This is an optimization exercise on Yosys and OpenROAD, whose aim is small area, a short achievable clock period and few clock cycles per item, not a production implementation.
At most, simulation tests tie the RTL to the original design; equivalence was not proved.
Power figures rest on the tool's default switching activity, not on a simulated workload.

v6:
## anvil_bus_mac
module anvil_bus_mac (
    input  wire        clk,
    input  wire        rst,
    input  wire        in_valid,
    output wire        in_ready,
    input  wire [39:0] in_sample,    
    input  wire [23:0] in_gain,      
    input  wire        in_last,
    output reg         out_valid,
    input  wire        out_ready,
    output reg  [39:0] out_value,    
    output reg         out_clip
);
Settings: LEC_CHECK=0, ABC_AREA=1, CAP_MARGIN=20, CORE_MARGIN=2, CORE_UTILIZATION=40, PLACE_DENSITY=0.6, SLEW_MARGIN=60, SYNTH_HIERARCHICAL=1; clock period 18.0 ns.
standard.sh (not shown) runs the stock make flow with config.mk's settings and CLKGATE_MAP_FILE= SYNTH_SCRIPT=/design/flow/synth_recipe.tcl, a recipe that flattens the netlist after the stock synthesis.
==> flow/flow/run.sh <==
#!/bin/bash
# The standard layout, except that buffer_ports gives the ports
# sky130_fd_sc_hd__buf_2 buffers instead of the delay buffers it picks by
# default. Every port still gets its own buffer.
set -euo pipefail
bash standard.sh "BUFFER_PORTS_ARGS=-buffer_cell sky130_fd_sc_hd__buf_2" finish > standard.log 2>&1
#### Input delta (v7 over v6)
--- a/flow/design.v
+++ b/flow/design.v
@@ -1029,35 +1029,36 @@
     reg  [45:0] acc;
     reg         acc_clip;
     wire [45:0] sum     = acc + {{6{r_t[39]}}, r_t};
     wire        s_ovf   = ~(&sum[45:39]) & (|sum[45:39]);
     wire [39:0] sum_sat = s_ovf ? (sum[45] ? MIN40 : MAX40) : sum[39:0];
     wire take   = en & r_v;
     wire fin    = take & r_l;
     wire ov_nxt = fin | (out_valid & ~out_ready);
     wire rv_nxt = en ? m_v : r_v;
     wire rl_nxt = en ? m_l : r_l;
+    wire iv_nxt = rdy ? in_valid : i_v;
     wire mv_nxt = en ? i_v : m_v;
     wire en_nxt = ~(ov_nxt & rv_nxt & rl_nxt);
     always @(posedge clk) begin
         if (rst) begin
             acc       <= 46'd0;
             acc_clip  <= 1'b0;
             out_valid <= 1'b0;
             en        <= 1'b1;
             ei        <= 1'b1;
             rdy       <= 1'b1;
         end else begin
             out_valid <= ov_nxt;
             en        <= en_nxt;
-            ei        <= en_nxt | (~rdy & ~i_v);
-            rdy       <= en_nxt | (~rdy & ~i_v & ~mv_nxt);
+            ei        <= en_nxt | ~iv_nxt;
+            rdy       <= en_nxt | (~iv_nxt & ~mv_nxt);
             if (take) begin
                 if (r_l) begin
                     acc      <= 46'd0;
                     acc_clip <= 1'b0;
                 end else begin
                     acc      <= sum;
                     acc_clip <= acc_clip | r_c;
                 end
             end
         end
### Flow results
- Diff v7..v6 | sequential share of layout area | negligible
- The pin count of the biggest net entering global routing number comes out higher for v7 vs v6.
- Taking v6 as the reference, in v7 combinational share of power shows an increase of 0.5 points; cell area shows a reduction of about 0.3%; minimum clock period after layout shows an increase of 8.1 ps; wire length after detailed routing shows a reduction of 1.4%.
Testbench counts of v7, summed over its fixed seeds: cycles 79,310, items 4,800.
The RTL of v6 was laid out without a check of its function.

========
run A:
anvil_bus_mac, a different RTL version from the one above (not shown whole).
For scale: about 3000 cells after synthesis, about 290 flip-flops, about 110 I/O pins, ~32000 sq um of cells after synthesis.
Design anvil_bus_mac, start of the top module:
module anvil_bus_mac (
    input  wire        clk,
    input  wire        rst,
    input  wire        in_valid,
    output wire        in_ready,
    input  wire [39:0] in_sample,    
    input  wire [23:0] in_gain,      
    input  wire        in_last,
    output reg         out_valid,
    input  wire        out_ready,
    output reg  [39:0] out_value,    
    output reg         out_clip
);
export LEC_CHECK = 0
export ABC_AREA = 1
export CAP_MARGIN = 20
export CORE_MARGIN = 2
export CORE_UTILIZATION = 40
export CTS_CLUSTER_DIAMETER = 100
export CTS_CLUSTER_SIZE = 24
export PLACE_DENSITY = 0.6
export SLEW_MARGIN = 20
export SYNTH_HIERARCHICAL = 1
create_clock -name core_clock -period 18.0 [get_ports {clk}]
==> flow/flow/run.sh <==
#!/bin/bash
# The standard layout, except:
# - buffer_ports gives the ports sky130_fd_sc_hd__buf_2 buffers instead of
#   the delay buffers it picks by default (every port still gets a buffer);
# - repair_timing works to a setup slack margin, so that it improves the
#   paths that already meet the clock period. The clock, its period and the
#   constraints are the standard flow's.
set -euo pipefail
bash standard.sh "BUFFER_PORTS_ARGS=-buffer_cell sky130_fd_sc_hd__buf_2" "SETUP_SLACK_MARGIN=13.3" finish > standard.log 2>&1
Run A: all stages complete, timing, DRC and antenna checks passed
Input changes introduced in run B (baseline for comparison: run A):
--- a/flow/design.v
+++ b/flow/design.v
@@ -12,34 +12,38 @@
     output reg         out_clip
 );
     localparam [39:0] MAX40 = 40'h7F_FFFF_FFFF;
     localparam [39:0] MIN40 = 40'h80_0000_0000;
     reg en, ei, rdy;
     assign in_ready = rdy;
+    wire [24:0] gx = {in_gain, 1'b0};
+    wire [11:0] dneg, done_, dtwo;
+    genvar j;
+    generate for (j = 0; j < 12; j = j + 1) begin : g_booth
+        wire b2 = gx[2*j+2], b1 = gx[2*j+1], b0 = gx[2*j];
+        assign dneg[j]  = b2;
+        assign done_[j] = b1 ^ b0;
+        assign dtwo[j]  = (b2 & ~b1 & ~b0) | (~b2 & b1 & b0);
+    end endgenerate
     reg [39:0] s_r;
-    reg [23:0] g_r;
+    reg [11:0] bneg, bone, btwo;
+    reg        gnz;           
     reg        i_v, i_l;
     always @(posedge clk) begin
         if (ei) begin
             s_r  <= in_sample;
-            g_r  <= in_gain;
+            bneg <= dneg;
+            bone <= done_;
+            btwo <= dtwo;
+            gnz  <= |in_gain;
             i_l  <= in_last;
         end
         if (rst)      i_v <= 1'b0;
         else if (rdy) i_v <= in_valid;
     end
-    wire [24:0] gx = {g_r, 1'b0};
-    wire [11:0] bneg, bone, btwo;
-    genvar j;
-    generate for (j = 0; j < 12; j = j + 1) begin : g_booth
-        wire b2 = gx[2*j+2], b1 = gx[2*j+1], b0 = gx[2*j];
-        assign bneg[j] = b2;
-        assign bone[j] = b1 ^ b0;
-        assign btwo[j] = (b2 & ~b1 & ~b0) | (~b2 & b1 & b0);
-    end endgenerate
-    wire pneg = (s_r[39] ^ g_r[23]) & (|s_r) & (|g_r);
+    wire pneg = (s_r[39] ^ bneg[11]) & (|s_r) & gnz;
     wire [41:0] sx = {s_r[39], s_r, 1'b0};
     wire [40:0] pp0 = (({41{bone[0]}} & sx[41:1]) | ({41{btwo[0]}} & sx[40:0])) ^ {41{bneg[0]}};
     wire [40:0] pp1 = (({41{bone[1]}} & sx[41:1]) | ({41{btwo[1]}} & sx[40:0])) ^ {41{bneg[1]}};
     wire [40:0] pp2 = (({41{bone[2]}} & sx[41:1]) | ({41{btwo[2]}} & sx[40:0])) ^ {41{bneg[2]}};
     wire [40:0] pp3 = (({41{bone[3]}} & sx[41:1]) | ({41{btwo[3]}} & sx[40:0])) ^ {41{bneg[3]}};
     wire [40:0] pp4 = (({41{bone[4]}} & sx[41:1]) | ({41{btwo[4]}} & sx[40:0])) ^ {41{bneg[4]}};
[summary]
Delta (run B minus run A): average cell area after synthesis lost 2.1%; cell leakage power lost 0.78 nW; fmax picked up an extra 1.0%; power density over the cells picked up an extra 4.4%; fraction of power consumed by the clock network picked up an extra 0.5 points. Run B vs run A, slowest cell on the critical path: sky130_fd_sc_hd__edfxtp_1 vs sky130_fd_sc_hd__clkinvlp_2.
Function was not checked in any run of this note: the RTL went through the layout flow alone.

-- what the ideal ports hide --
No port has a modelled driver above. Below, the same layouts with a new extraction and two added sets of constraints. Step 1 assumes that a clkbuf_16 drives the clock port and a buf_2 every other input. Step 2 moves the port delays by t, midway between the first and last clock arrival at a register: inputs arrive t later, outputs are due t later. That takes back most of the time a late clock gives input paths. Three values: ideal ports, drivers, drivers and shift; two values: the first two.
run | t, ns | setup WS [ns] | worst data-port slew with drivers (ns)
v6 | 0.639 | 13.262 / 13.201 / 13.310 | 0.04
v7 | 0.645 | 13.254 / 13.193 / 13.207 | 0.05
run A | 0.625 | 13.178 / 13.178 / 13.134 | 0.07
run B | 0.653 | 13.228 / 13.160 / 12.929 | 0.06
After both steps every run listed still meets setup and hold. For run B, which loses most, drivers alone change the setup slack by -0.068 ns; drivers and shift together by -0.299 ns.
